Source: an optimization exercise on an open RTL-to-GDS flow (aim: small area, a short achievable clock period and few clock cycles per item). Production flows keep margins and buffers that such runs may drop.
Where RTL was checked, it was by simulation tests only, not by an equivalence proof against the original.
Only the layout flow was run in run 2; the RTL was not checked for function there.

==> flow/design.v <==
module aes_sbox (input wire [7:0] a, output wire [7:0] y);
    wire T1, T2, T3, T4, T5, T6, T7, T8, T9, T10, T11, T12, T13, T14, T15, T16, T17, T18, T19, T20, T21, T22, T23, T24, T25, T26, T27, M1, M2, M3, M4, M5, M6, M7, M8, M9, M10, M11, M12, M13, M14, M15, M16, M17, M18, M19, M20, M21, M22, M23, M24, M25, M26, M27, M28, M29, M30, M31, M32, M33, M34, M35, M36, M37, M38, M39, M40, M41, M42, M43, M44, M45, M46, M47, M48, M49, M50, M51, M52, M53, M54, M55, M56, M57, M58, M59, M60, M61, M62, M63, L0, L1, L2, L3, L4, L5, L6, L7, L8, L9, L10, L11, L12, L13, L14, L15, L16, L17, L18, L19, L20, L21, L22, L23, L24, L25, L26, L27, L28, L29;
    wire U0 = a[7], U1 = a[6], U2 = a[5], U3 = a[4], U4 = a[3], U5 = a[2], U6 = a[1], U7 = a[0];
    assign T1 = U0 ^ U3;
    assign T2 = U0 ^ U5;
    assign T3 = U0 ^ U6;
    assign T4 = U3 ^ U5;
    assign T5 = U4 ^ U6;
    assign T6 = T1 ^ T5;
    assign T7 = U1 ^ U2;
    assign T8 = U7 ^ T6;
    assign T9 = U7 ^ T7;
    assign T10 = T6 ^ T7;
    assign T11 = U1 ^ U5;
    assign T12 = U2 ^ U5;
    assign T13 = T3 ^ T4;
    assign T14 = T6 ^ T11;
    assign T15 = T5 ^ T11;
    assign T16 = T5 ^ T12;
    assign T17 = T9 ^ T16;
    assign T18 = U3 ^ U7;
    assign T19 = T7 ^ T18;
    assign T20 = T1 ^ T19;
    assign T21 = U6 ^ U7;
    assign T22 = T7 ^ T21;
    assign T23 = T2 ^ T22;
    assign T24 = T2 ^ T10;
    assign T25 = T20 ^ T17;
    assign T26 = T3 ^ T16;
    assign T27 = T1 ^ T12;
    assign M1 = T13 & T6;
    assign M2 = T23 & T8;
    assign M3 = T14 ^ M1;
    assign M4 = T19 & U7;
    assign M5 = M4 ^ M1;
    assign M6 = T3 & T16;
    assign M7 = T22 & T9;
    assign M8 = T26 ^ M6;
    assign M9 = T20 & T17;
    assign M10 = M9 ^ M6;
    assign M11 = T1 & T15;
    assign M12 = T4 & T27;
    assign M13 = M12 ^ M11;
    assign M14 = T2 & T10;
    assign M15 = M14 ^ M11;
    assign M16 = M3 ^ M2;
    assign M17 = M5 ^ T24;
    assign M18 = M8 ^ M7;
    assign M19 = M10 ^ M15;
    assign M20 = M16 ^ M13;
    assign M21 = M17 ^ M15;
    assign M22 = M18 ^ M13;
    assign M23 = M19 ^ T25;
    assign M24 = M22 ^ M23;
    assign M25 = M22 & M20;
    assign M26 = M21 ^ M25;
    assign M27 = M20 ^ M21;
    assign M28 = M23 ^ M25;
    assign M29 = M28 & M27;
    assign M30 = M26 & M24;
    assign M31 = M20 & M23;
    assign M32 = M27 & M31;
    assign M33 = M27 ^ M25;
    assign M34 = M21 & M22;
    assign M35 = M24 & M34;
    assign M36 = M24 ^ M25;
    assign M37 = M21 ^ M29;
    assign M38 = M32 ^ M33;
    assign M39 = M23 ^ M30;
    assign M40 = M35 ^ M36;
    assign M41 = M38 ^ M40;
    assign M42 = M37 ^ M39;
    assign M43 = M37 ^ M38;
    assign M44 = M39 ^ M40;
    assign M45 = M42 ^ M41;
    assign M46 = M44 & T6;
    assign M47 = M40 & T8;
    assign M48 = M39 & U7;
    assign M49 = M43 & T16;
    assign M50 = M38 & T9;
    assign M51 = M37 & T17;
    assign M52 = M42 & T15;
    assign M53 = M45 & T27;
    assign M54 = M41 & T10;
    assign M55 = M44 & T13;
    assign M56 = M40 & T23;
    assign M57 = M39 & T19;
    assign M58 = M43 & T3;
    assign M59 = M38 & T22;
    assign M60 = M37 & T20;
    assign M61 = M42 & T1;
    assign M62 = M45 & T4;
    assign M63 = M41 & T2;
    assign L0 = M61 ^ M62;
    assign L1 = M50 ^ M56;
    assign L2 = M46 ^ M48;
    assign L3 = M47 ^ M55;
    assign L4 = M54 ^ M58;
    assign L5 = M49 ^ M61;
    assign L6 = M62 ^ L5;
    assign L7 = M46 ^ L3;
    assign L8 = M51 ^ M59;
    assign L9 = M52 ^ M53;
    assign L10 = M53 ^ L4;
    assign L11 = M60 ^ L2;
    assign L12 = M48 ^ M51;
    assign L13 = M50 ^ L0;
    assign L14 = M52 ^ M61;
    assign L15 = M55 ^ L1;
    assign L16 = M56 ^ L0;
    assign L17 = M57 ^ L1;
    assign L18 = M58 ^ L8;
    assign L19 = M63 ^ L4;
    assign L20 = L0 ^ L1;
    assign L21 = L1 ^ L7;
    assign L22 = L3 ^ L12;
    assign L23 = L18 ^ L2;
    assign L24 = L15 ^ L9;
    assign L25 = L6 ^ L10;
    assign L26 = L7 ^ L9;
    assign L27 = L8 ^ L10;
    assign L28 = L11 ^ L14;
    assign L29 = L11 ^ L17;
    assign y[7] = L6 ^ L24;
    assign y[6] = ~(L16 ^ L26);
    assign y[5] = ~(L19 ^ L28);
    assign y[4] = L6 ^ L21;
    assign y[3] = L20 ^ L22;
    assign y[2] = L25 ^ L29;
    assign y[1] = ~(L13 ^ L27);
    assign y[0] = ~(L6 ^ L23);
endmodule
module aes_enc_core (
    input  wire         clk,
    input  wire         rst,         
    input  wire         in_valid,
    output wire         in_ready,
    input  wire         key_256,     
    input  wire [255:0] key,
    input  wire [127:0] block,
    output wire         out_valid,
    output wire [127:0] out_data
);
    function [7:0] xtime;
        input [7:0] b;
        xtime = {b[6:0], 1'b0} ^ (b[7] ? 8'h1b : 8'h00);
    endfunction
    function [31:0] mix_column;
        input [31:0] c;
        reg [7:0] a0, a1, a2, a3, t;
        begin
            a0 = c[31:24]; a1 = c[23:16]; a2 = c[15:8]; a3 = c[7:0];
            t = a0 ^ a1 ^ a2 ^ a3;
            mix_column[31:24] = a0 ^ t ^ xtime(a0 ^ a1);
            mix_column[23:16] = a1 ^ t ^ xtime(a1 ^ a2);
            mix_column[15:8]  = a2 ^ t ^ xtime(a2 ^ a3);
            mix_column[7:0]   = a3 ^ t ^ xtime(a3 ^ a0);
        end
    endfunction
    function [7:0] rcon;
        input       k256;
        input [3:0] r;
        reg   [3:0] i;
        begin
            i = k256 ? ({1'b0, r[3:1]} + 4'd1) : r;
            case (i)
                4'd1:    rcon = 8'h01;
                4'd2:    rcon = 8'h02;
                4'd3:    rcon = 8'h04;
                4'd4:    rcon = 8'h08;
                4'd5:    rcon = 8'h10;
                4'd6:    rcon = 8'h20;
                4'd7:    rcon = 8'h40;
                4'd8:    rcon = 8'h80;
                4'd9:    rcon = 8'h1b;
                4'd10:   rcon = 8'h36;
                default: rcon = 8'h00;
            endcase
        end
    endfunction
    reg [127:0] s1, x;
    reg [255:0] ks, kx;
    reg         vs, vx;          
    reg         ks256, kx256;    
    reg [3:0]   rs, rx;          
    reg         fin_x;           
    reg         out_v;
    reg         ready;
    reg [31:0]  kw;              
    reg [7:0]   rc;              
    wire fin_s = (rs == (ks256 ? 4'd14 : 4'd10));
    wire ld    = in_valid && ready;
    assign in_ready  = ready;
    assign out_valid = out_v;
    assign out_data  = x ^ kx[255:128];
    wire [127:0] sb;
    genvar i;
    generate
        for (i = 0; i < 16; i = i + 1) begin : g_sbox
            aes_sbox u_sb (.a(s1[127-8*i -: 8]), .y(sb[127-8*i -: 8]));
        end
    endgenerate
    wire [127:0] sr;
    generate
        for (i = 0; i < 16; i = i + 1) begin : g_shift
            localparam integer R = i % 4;
            localparam integer C = i / 4;
            localparam integer SRC = 4 * ((C + R) % 4) + R;
            assign sr[127-8*i -: 8] = sb[127-8*SRC -: 8];
        end
    endgenerate
    wire [127:0] ka = ks[255:128];
    wire [127:0] kb = ks[127:0];
    wire [31:0]  ksub;
    aes_sbox u_ks0 (.a(kw[31:24]), .y(ksub[31:24]));
    aes_sbox u_ks1 (.a(kw[23:16]), .y(ksub[23:16]));
    aes_sbox u_ks2 (.a(kw[15:8]),  .y(ksub[15:8]));
    aes_sbox u_ks3 (.a(kw[7:0]),   .y(ksub[7:0]));
    wire [31:0] kt  = ksub ^ {rc, 24'h0};
    wire [31:0] kp0 = ka[127:96];
    wire [31:0] kp1 = kp0 ^ ka[95:64];
    wire [31:0] kp2 = kp1 ^ ka[63:32];
    wire [31:0] kp3 = kp2 ^ ka[31:0];
    wire [127:0] knew = {kp0 ^ kt, kp1 ^ kt, kp2 ^ kt, kp3 ^ kt};
    always @(posedge clk) begin
        x  <= sr;
        kx <= {ks256 ? kb : knew, knew};
    end
    wire [127:0] mc = {mix_column(x[127:96]), mix_column(x[95:64]),
                       mix_column(x[63:32]),  mix_column(x[31:0])};
    wire [255:0] ks_n = ld ? key : kx;
    wire [31:0]  kw_w = ld ? (key_256 ? key[31:0] : key[159:128]) : kx[31:0];
    wire         kw_rot;
    wire [7:0]   rc_n;
    always @(posedge clk) begin
        s1 <= (ld ? block : mc) ^ ks_n[255:128];
        ks <= ks_n;
        kw <= kw_rot ? {kw_w[23:0], kw_w[31:24]} : kw_w;
        rc <= rc_n;
    end
    wire       vs_n   = ld || (vx && !fin_x);
    wire       k256_n = ld ? key_256 : kx256;
    wire [3:0] rs_n   = ld ? 4'd1 : rx + 4'd1;
    assign kw_rot = !k256_n || rs_n[0];
    assign rc_n   = kw_rot ? rcon(k256_n, rs_n) : 8'h00;
    always @(posedge clk) begin
        kx256 <= ks256;
        rx    <= rs;
        fin_x <= fin_s;
        ks256 <= k256_n;
        rs    <= rs_n;
        if (rst) begin
            vs    <= 1'b0;
            vx    <= 1'b0;
            out_v <= 1'b0;
            ready <= 1'b1;
        end else begin
            vx    <= vs;
            vs    <= vs_n;
            out_v <= vs && fin_s;
            ready <= (!vs || fin_s) &&
                     (!vs_n || !k256_n || (rs_n >= 4'd5));
        end
    end
endmodule
==> flow/flow/run.sh <==
#!/bin/bash
# The standard layout (standard.sh), with flow/synth.tcl as the
# synthesis script. The make output goes to flow_make.log here; ORFS keeps
# each step's own log under orfs/logs/.
set -euo pipefail
W=$(pwd)
bash standard.sh SYNTH_SCRIPT="$W/flow/synth.tcl" finish > "$W/flow_make.log" 2>&1
==> flow/flow/synth.tcl <==
# The standard synthesis (synth_recipe.tcl), except that the technology
# mapping uses ABC's default liberty script (&nf mapper) in place of ORFS's
# abc_speed/abc_area scripts. Every other ABC argument ORFS passes is kept.
proc synth {args} { yosys synth -nofsm -noshare {*}$args }
proc abc {args} {
  set a {}
  set skip 0
  foreach x $args {
    if {$skip} { set skip 0; continue }
    if {$x eq "-script"} { set skip 1; continue }
    lappend a $x
  }
  yosys abc {*}$a
}
source $::env(SCRIPTS_DIR)/synth.tcl
# left out here: clear keep_hierarchy, flatten, clean up, hide names made inside functions, write 1_2_yosys.v
==> flow/standard.sh <==
#!/bin/bash
# synth_recipe.tcl (not shown) runs the flow's synth.tcl, then flattens the netlist and writes it again
# the make line also repeats each setting of config.mk as NAME=value (left out here)
make -C /OpenROAD-flow-scripts/flow DESIGN_CONFIG=/design/flow/config.mk WORK_HOME=/design/flow/orfs CLKGATE_MAP_FILE= SYNTH_SCRIPT=/design/flow/synth_recipe.tcl "${@:-finish}"
==> flow/config.mk <==
export PLATFORM = sky130hd
export DESIGN_NAME = aes_enc_core
export DESIGN_NICKNAME = aes_enc_core
export VERILOG_FILES = /design/flow/design.v
export SDC_FILE = /design/flow/constraint.sdc
export NUM_CORES = 4
export LEC_CHECK = 0
export CAP_MARGIN = 20
export CORE_MARGIN = 2
export CORE_UTILIZATION = 30
export SLEW_MARGIN = 20
==> flow/constraint.sdc <==
create_clock -name core_clock -period 10.0 [get_ports {clk}]
set_input_delay 2.0000 -clock core_clock [delete_from_list [all_inputs] [get_ports {clk}]]
set_output_delay 2.0000 -clock core_clock [all_outputs]
set_load 0.01 [all_outputs]
==> metrics.yaml, run 1 <==
status: "finished clean"
finalCritPeriodShare_pct: 59.2
r2r_slack_ns: 4.08
worstSkewPairLatency_ns: 0.74
worstHoldPathType: "reg -> reg"
nets: 6674
crit_type: "reg -> reg"
coreArea_mm2: 0.169
clk_pin_slew_worst_paths_ns: 0.07
antenna_left: 0
cp_common_cell: "xnor2_1"
drc: 0
cts_made_buffers: 90
r2r_start: "kw[23]"
cp_max_fo: 7
vias: 39600
grt_pass1_vias: 40800
postLayoutCellArea_mm2: 0.0618
rr_worst_depth: 16
finalSetupTns_ns: 0
setup_viol_count_final: 0
wl_per_cell_um: 24.3
post-route-min-period_ns: 5.92
drive_gt1_share_pct: 4.93
grt_setup_unrepaired: "false"
critPathRequiredTime_ns: 10.61
clockRootBuffer: "clkbuf_16"
seq_area_frac_synth_pct: 32.2
htreeDepth: 3
avgSynthCellArea_um2: 8.86
first_pass_iters: 5
fp.dieH_um: 417
synth_fp_nets: 6204
overflow: 0
r2r_end: "kx[178]"
place_congestion: 0.979
synth_enable_flop_cells: 0
portBuffers: 517
clock_skew_ns: 0.0511
slowest_stage: "xnor3_1"
worst_setup_path_end_kind: "register"
clock.fmax_ghz: 0.169
hold_viol_final: 0
cts.repair.resized: 0
hpwl_mm: 175
syn_inst: 5770
initial_core_util_pct: 30.2
syn_to_final_growth_pct: 20.9
cts_hold_buf: 0
drv_slew: 0
critPathTopFamily: "XOR/XNOR gates"
synth_warnings: 1
cp.arrival_ns: 6.54
antenna_found_initial: 25
viasPerCell: 4.63
synth_area_leaders: "dfxtp_1 (32%), xnor2_1 (23%), xor2_1 (14%), nand2_1 (8.1%), xnor3_1 (3.6%)"
syn_area_mm2: 0.0511
post_cts_buffers: 0
clkSinkCount: 823
crit_buf_inv: 0
cts_buffer_depth: 3
ys_types: 85
grt_pass1_wl_mm: 290
dpl_cell_area_mm2: 0.0586
wl_mm: 208
synth_ff_type: "dfxtp_1"
synth_top_area_cell: "dfxtp_1"
path_depth: 16
maxCapViolations: 0
slew_headroom_pct: 24.5
die_w_um: 417
cts_tree: "yes"
rows: 151
slowest_delay_ns: 0.85
io_pins: 518
critPathLaunchType: "register"
ys_seq_elements: 823
grt_max_degree: 177
ys_async_sr_fraction_pct: 0
drt_iter0_markers: 2593
worstMarginPinSlew_ns: 1.12
yosysTopAreaCellShare_pct: 32.2
grt_usage_pct: 23.3
startpoint: "kw[23]"
dieArea_mm2: 0.174
endpoint: "kx[178]"
path_cells: "xor2_1 -> xnor2_1 -> and2_1 -> nor2_1 -> ha_1 -> xor2_2 -> xor2_1 -> o21ai_0 -> xnor2_1 -> or2_0 -> xnor2_2 -> xor3_1 -> xor3_2 -> xnor3_1 -> xnor2_1 -> mux2_2"
[sequential cells by signal, summed over array words and instances, names as in the netlist]
register and cells:
vx 1, kw 32, s1 128, out_v 1, rs 4, ks256 1, ready 1, rx 4
kx 256, vs 1, x 128, kx256 1, ks 256, rc 8, fin_x 1
[cell families (layout without fill, tap and decap cells)]
kind of cell    after synthesis  in the layout  share of synthesized area, %
simple gates               1699           1699                          13.5
buf+inv                     276            819                          2.05
other cells                   0             17                             0
compound gates              528            528                          6.13
xor+xnor                   2271           2271                          42.3
mux                         127            127                          2.68
flops                       823            823                          32.2
fa+ha+maj                    46             46                          1.13
[worst min-delay path by stage]
stage / slack, ns / endpoint / cells after the start / start
floorplan: 0.32 / rx[0] / 0 / rs[0]
global placement: 0.33 / rx[0] / 0 / rs[0]
detailed placement: 0.33 / rx[0] / 0 / rs[0]
CTS: 0.35 / rx[0] / 0 / rs[0]
global route: 0.36 / rx[0] / 0 / rs[0]
finish: 0.35 / rx[0] / 0 / rs[0]
[cell usage in the layout, fill, tap and decap left out, types with 34 or more instances in the layout]
| cell type | Yosys | final |
|---|---|---|
| xnor2_1 | 1325 | 1324 |
| nor2b_1 | 51 | 51 |
| clkbuf_16 | 0 | 90 |
| mux2i_1 | 47 | 47 |
| clkdlybuf4s50_1 | 0 | 517 |
| xnor3_1 | 81 | 81 |
| nor2_1 | 381 | 381 |
| nand2_1 | 1107 | 1106 |
| o21ai_0 | 118 | 118 |
| mux2_2 | 80 | 80 |
| nand2b_1 | 34 | 34 |
| and2_1 | 40 | 39 |
| xor2_1 | 812 | 812 |
| inv_1 | 121 | 121 |
| ha_1 | 46 | 46 |
| dfxtp_1 | 823 | 822 |
| a21oi_1 | 254 | 254 |
[routing by layer]
layer  up-vias  part of all wire (%)  GRT usage [%]
li1      19200                     -              -
met1     18800                    39           26.6
met2      1104                    48           40.1
met3       390                   4.2           2.75
met4        10                   8.3           17.3
met5         -                 0.029              0
[cell usage after synthesis, types with 34 or more instances]
master / count
a21oi_1: 254
and2_1: 40
clkbuf_1: 147
dfxtp_1: 823
ha_1: 46
inv_1: 121
mux2_2: 80
mux2i_1: 47
nand2_1: 1107
nand2b_1: 34
nor2_1: 381
nor2b_1: 51
o21ai_0: 118
xnor2_1: 1325
xnor3_1: 81
xor2_1: 812
[metrics by stage]
stage | std cells | hold WS, ns | util [%] | worst slack (ns)
finish | 8548 | 0.352 | 36.5 | 4.08
global route | 8542 | 0.359 | 36.5 | 3.74
CTS | 8531 | 0.347 | 36.5 | 4.09
detailed placement | 8366 | 0.334 | 34.6 | 4.14
global placement | 8366 | 0.328 | 34.6 | 4.13
floorplan | 5770 | 0.322 | - | 5.23
[area by class of cell]
| cell class | count | area, um^2 |
|---|---|---|
| Fill cell | 17300 | 107000 |
| Multi-Input combinational cell | 4671 | 33600 |
| Sequential cell | 823 | 16500 |
| Timing Repair Buffer | 533 | 5330 |
| Tap cell | 2218 | 2780 |
| Clock buffer | 114 | 2450 |
| Clock inverter | 51 | 676 |
| Inverter | 121 | 454 |
| Antenna cell | 17 | 42.5 |
[worst reg2reg max path, stage by stage, from the launching register on]
cell	delay, ns
dfxtp_1	0.48
xor2_1	0.17
xnor2_1	0.58
and2_1	0.24
nor2_1	0.05
ha_1	0.23
xor2_2	0.31
xor2_1	0.47
o21ai_0	0.21
xnor2_1	0.36
or2_0	0.41
xnor2_2	0.21
xor3_1	0.48
xor3_2	0.27
xnor3_1	0.85
xnor2_1	0.19
mux2_2	0.31
Testbench counts, summed over its fixed seeds: cycles 77,312, items 6,400.
==> inputs of run 2 (changes only) <==
--- a/flow/design.v
+++ b/flow/design.v
@@ -186,8 +186,6 @@
     reg         fin_x;           
     reg         out_v;
     reg         ready;
-    reg [31:0]  kw;              
-    reg [7:0]   rc;              
     wire fin_s = (rs == (ks256 ? 4'd14 : 4'd10));
     wire ld    = in_valid && ready;
     assign in_ready  = ready;
@@ -209,40 +207,40 @@
             assign sr[127-8*i -: 8] = sb[127-8*SRC -: 8];
         end
     endgenerate
-    wire [127:0] ka = ks[255:128];
-    wire [127:0] kb = ks[127:0];
+    wire [127:0] ka   = ks[255:128];
+    wire [127:0] kb   = ks[127:0];
+    wire [31:0]  kw   = ks256 ? kb[31:0] : ka[31:0];
+    wire         krot = !ks256 || rs[0];
     wire [31:0]  ksub;
     aes_sbox u_ks0 (.a(kw[31:24]), .y(ksub[31:24]));
     aes_sbox u_ks1 (.a(kw[23:16]), .y(ksub[23:16]));
     aes_sbox u_ks2 (.a(kw[15:8]),  .y(ksub[15:8]));
     aes_sbox u_ks3 (.a(kw[7:0]),   .y(ksub[7:0]));
-    wire [31:0] kt  = ksub ^ {rc, 24'h0};
-    wire [31:0] kp0 = ka[127:96];
-    wire [31:0] kp1 = kp0 ^ ka[95:64];
-    wire [31:0] kp2 = kp1 ^ ka[63:32];
-    wire [31:0] kp3 = kp2 ^ ka[31:0];
-    wire [127:0] knew = {kp0 ^ kt, kp1 ^ kt, kp2 ^ kt, kp3 ^ kt};
+    wire [31:0] kt = krot ? ({ksub[23:0], ksub[31:24]} ^ {rcon(ks256, rs), 24'h0})
+                          : ksub;
+    wire [31:0] kn0 = ka[127:96] ^ kt;
+    wire [31:0] kn1 = ka[95:64]  ^ kn0;
+    wire [31:0] kn2 = ka[63:32]  ^ kn1;
+    wire [31:0] kn3 = ka[31:0]   ^ kn2;
+    wire [127:0] knew = {kn0, kn1, kn2, kn3};
     always @(posedge clk) begin
         x  <= sr;
         kx <= {ks256 ? kb : knew, knew};
     end
     wire [127:0] mc = {mix_column(x[127:96]), mix_column(x[95:64]),
                        mix_column(x[63:32]),  mix_column(x[31:0])};
-    wire [255:0] ks_n = ld ? key : kx;
-    wire [31:0]  kw_w = ld ? (key_256 ? key[31:0] : key[159:128]) : kx[31:0];
-    wire         kw_rot;
-    wire [7:0]   rc_n;
     always @(posedge clk) begin
-        s1 <= (ld ? block : mc) ^ ks_n[255:128];
-        ks <= ks_n;
-        kw <= kw_rot ? {kw_w[23:0], kw_w[31:24]} : kw_w;
-        rc <= rc_n;
+        if (ld) begin
+            s1 <= block ^ key[255:128];
+            ks <= key;
+        end else begin
+            s1 <= mc ^ kx[255:128];
+            ks <= kx;
+        end
     end
     wire       vs_n   = ld || (vx && !fin_x);
     wire       k256_n = ld ? key_256 : kx256;
     wire [3:0] rs_n   = ld ? 4'd1 : rx + 4'd1;
-    assign kw_rot = !k256_n || rs_n[0];
-    assign rc_n   = kw_rot ? rcon(k256_n, rs_n) : 8'h00;
     always @(posedge clk) begin
         kx256 <= ks256;
         rx    <= rs;
==> flow/run.sh (new file) <==
#!/bin/bash
# synth_recipe.tcl (not shown) runs the flow's synth.tcl, then flattens the netlist and writes it again
# the make line also repeats each setting of config.mk as NAME=value (left out here)
make -C /OpenROAD-flow-scripts/flow DESIGN_CONFIG=/design/flow/config.mk WORK_HOME=/design/flow/orfs CLKGATE_MAP_FILE= SYNTH_SCRIPT=/design/flow/synth_recipe.tcl finish
--- a/flow/config.mk
+++ b/flow/config.mk
@@ -5,6 +5,7 @@
 export SDC_FILE = /design/flow/constraint.sdc
 export NUM_CORES = 4
 export LEC_CHECK = 0
+export ABC_AREA = 1
 export CAP_MARGIN = 20
 export CORE_MARGIN = 2
 export CORE_UTILIZATION = 30
removed: flow/flow/run.sh
removed: flow/flow/synth.tcl
removed: flow/standard.sh
==> metrics.yaml, run 2 <==
grt_setup_unrepaired: "false"
hpwl_mm: 208  # +19%
clockRootBuffer: "clkbuf_16"
worstMarginPinSlew_ns: 1.09  # -0.0314 ns
grt_usage_pct: 25.3  # +2.0 points
cts_hold_buf: 0  # unchanged
cp.arrival_ns: 7.44  # +0.90 ns
synth_area_leaders: "dfxtp_1 (29%), nand2_1 (18%), xor2_1 (17%), xnor2_1 (14%), nand3_1 (5.0%)"
avgSynthCellArea_um2: 7.11  # -20%
fp.dieH_um: 432  # +3.5%
grt_pass1_wl_mm: 340  # +17%
ys_async_sr_fraction_pct: 0  # unchanged
critPathRequiredTime_ns: 10.62  # about the same
io_pins: 518  # unchanged
post-route-min-period_ns: 6.82  # +0.897 ns
rows: 156  # +3.3%
pre_cts_ws_ns: 3.41  # -0.726 ns
largestRegisters: "ks: 256 flops, kx: 256 flops"
wl_per_cell_um: 23.0  # -5.5%
portBuffers: 517  # unchanged
clock.fmax_ghz: 0.147  # -13%
overflow: 0  # unchanged
initial_core_util_pct: 30.3  # +0.082 points
setup_viol_count_final: 0  # unchanged
clkSinkCount: 783  # -4.9%
cts_tree: "yes"
syn_to_final_growth_pct: 19.8
grt_max_degree: 148  # -16%
clock_skew_ns: 0.0615  # +0.0104 ns
layout_commonest_cell: "nand2_1"
drt_iter0_markers: 4140  # +60%
hold_ws_ns: 0.379  # +0.0273 ns
first_pass_iters: 8  # +3
die_w_um: 432  # +3.5%
status: "finished clean"
drc: 0  # unchanged
drv_slew: 0  # unchanged
synth_xor_area_share_pct: 32.2  # -10 points
worstHoldPathType: "reg -> reg"
worstSkewPairLatency_ns: 0.73  # about the same
place_congestion: 1.00  # +2.5%
clk_pin_slew_worst_paths_ns: 0.06  # about the same
slowest_delay_ns: 0.74  # -0.11 ns
synth.most_common_cell: "nand2_1"
grt_pass1_vias: 48700  # +20%
vias: 51100  # +29%
finalSetupTns_ns: 0  # unchanged
yosysTopAreaCellShare_pct: 28.6  # -3.7 points
hold_viol_final: 0  # unchanged
dieArea_mm2: 0.186  # +7.2%
slew_headroom_pct: 26.3  # +1.9 points
layout_common_cells: "nand2_1 (2,559), xor2_1 (1,090), xnor2_1 (863), dfxtp_1 (782), nand3_1 (553)"
synth-compound-area-share_pct: 4.57  # -1.6 points
htreeDepth: 3  # unchanged
syn_inst: 7719  # +34%
synth_top_family_by_area: "XOR/XNOR gates"
cp_common_cell: "nand2_1"
cp_max_fo: 78  # +71
synth_top_area_cell: "dfxtp_1"
antenna_left: 0  # unchanged
nets: 8623  # +29%
ys_seq_elements: 783  # -4.9%
muxShareOfSynthArea_pct: 0.0183  # -2.7 points
coreArea_mm2: 0.181  # +7.0%
syn_area_mm2: 0.0548  # +7.3%
dpl_cell_area_mm2: 0.0625  # +6.6%
critPathLaunchType: "register"
synth_enable_flop_cells: 0  # unchanged
crit_type: "reg -> reg"
maxCapViolations: 0  # unchanged
finalCritPeriodShare_pct: 68.2  # +9.0 points
netlist_top_cells_count: "nand2_1 (2,560), xor2_1 (1,090), xnor2_1 (863)"
cts_buffer_depth: 3  # unchanged
worst_setup_path_end_kind: "register"
wl_mm: 245  # +18%
post_cts_buffers: 0  # unchanged
synth_simple_gate_area_share_pct: 28.8  # +15 points
cts.repair.resized: 0  # unchanged
cts_made_buffers: 91  # +1.1%
worst_slack_ns: 3.18  # -0.897 ns
n_fill_cell: 19100  # +10%
postLayoutCellArea_mm2: 0.0657  # +6.2%
ys_types: 49  # -42%
antenna_found_initial: 22  # -12%
synth_fa_ha_area_share_pct: 1.05  # -0.077 points
seq_area_frac_synth_pct: 28.6  # -3.7 points
synth_warnings: 1  # unchanged
drive_gt1_share_pct: 5.18  # +0.25 points
synth_fp_nets: 8153  # +31%
slowest_stage: "buf_4"
viasPerCell: 4.80  # +3.7%
synth_ff_type: "dfxtp_1"
[run 2: area by class of cell]
cell class	count	area, um^2	share of cell area, %
Antenna cell	9	22.5	0.0343
Clock buffer	112	2460	3.74
Clock inverter	54	697	1.06
Inverter	513	1940	2.95
Multi-Input combinational cell	6261	36600	55.7
Sequential cell	783	15700	23.9
Tap cell	2370	2970	4.51
Timing Repair Buffer	539	5370	8.17
[run 2: cells by family after synthesis]
| group | after synthesis |
|---|---|
| AO/OA/AOI/OAI | 419 |
| multiplexers | 1 |
| flip-flops | 783 |
| XOR/XNOR | 1986 |
| buffers and inverters | 675 |
| AND/OR/NAND/NOR | 3809 |
| adder cells (fa/ha/maj) | 46 |
[run 2: stage by stage]
stage               util (%)  std cells
global route            36.3      10600
finish                  36.3      10600
detailed placement      34.5      10500
CTS                     36.2      10600
floorplan                  -       7719
global placement        34.5      10500
[run 2: per-layer routing]
metal | part of all wire [%] | vias to the layer above | global-route usage (%)
met4 | 7.1 | 6 | 15.5
met5 | 0.013 | - | 0
li1 | - | 24900 | -
met3 | 5.1 | 412 | 2.55
met2 | 47 | 1749 | 42.5
met1 | 41 | 24000 | 31.2
[run 2: worst max-delay path: cells and delay by family, from the launching register on]
| family | cells | cell delay [ns] |
|---|---|---|
| XOR/XNOR | 2 | 0.43 |
| buffers and inverters | 5 | 1.46 |
| adder cells (fa/ha/maj) | 1 | 0.29 |
| AND/OR/NAND/NOR | 26 | 3.90 |
| flip-flops | 1 | 0.53 |
[run 2: worst paths after layout]
kind / startpoint / end / slack (ns) / depth (start not counted)
max: ks256 / kx[145] / 3.18 / 34
min: rs[1] / rx[1] / 0.38 / 0
max reg2reg: ks256 / kx[145] / 3.18 / 34
min reg2reg: rs[1] / rx[1] / 0.38 / 0

==> afterwards: timing with drivers on the ports <==
No port has a modelled driver above. Below, the same layouts with a new extraction and two added sets of constraints. Step 1 sets driving cells, clkbuf_16 on the clock port and buf_2 on the other inputs (assumed; they add their load-dependent delay and slew). Step 2 adds t to the input delays and takes it off the output delays; t is the mean of the earliest and latest rising clock arrival at the registers after step 1. Input paths then give back, and output paths get back, about the clock's delay inside the block. a / b / c = no drivers / after step 1 / after step 2; a / b = the first two.
run | t, ns | setup slack, ns | worst slew at a driven data input, ns | pins driven straight from the clock port
run 1 | 0.796 | 4.078 / 4.078 / 4.078 | 0.15 | 1
run 2 | 0.789 | 3.182 / 3.182 / 3.182 | 0.14 | 1
After both steps setup and hold are still met in every run listed.
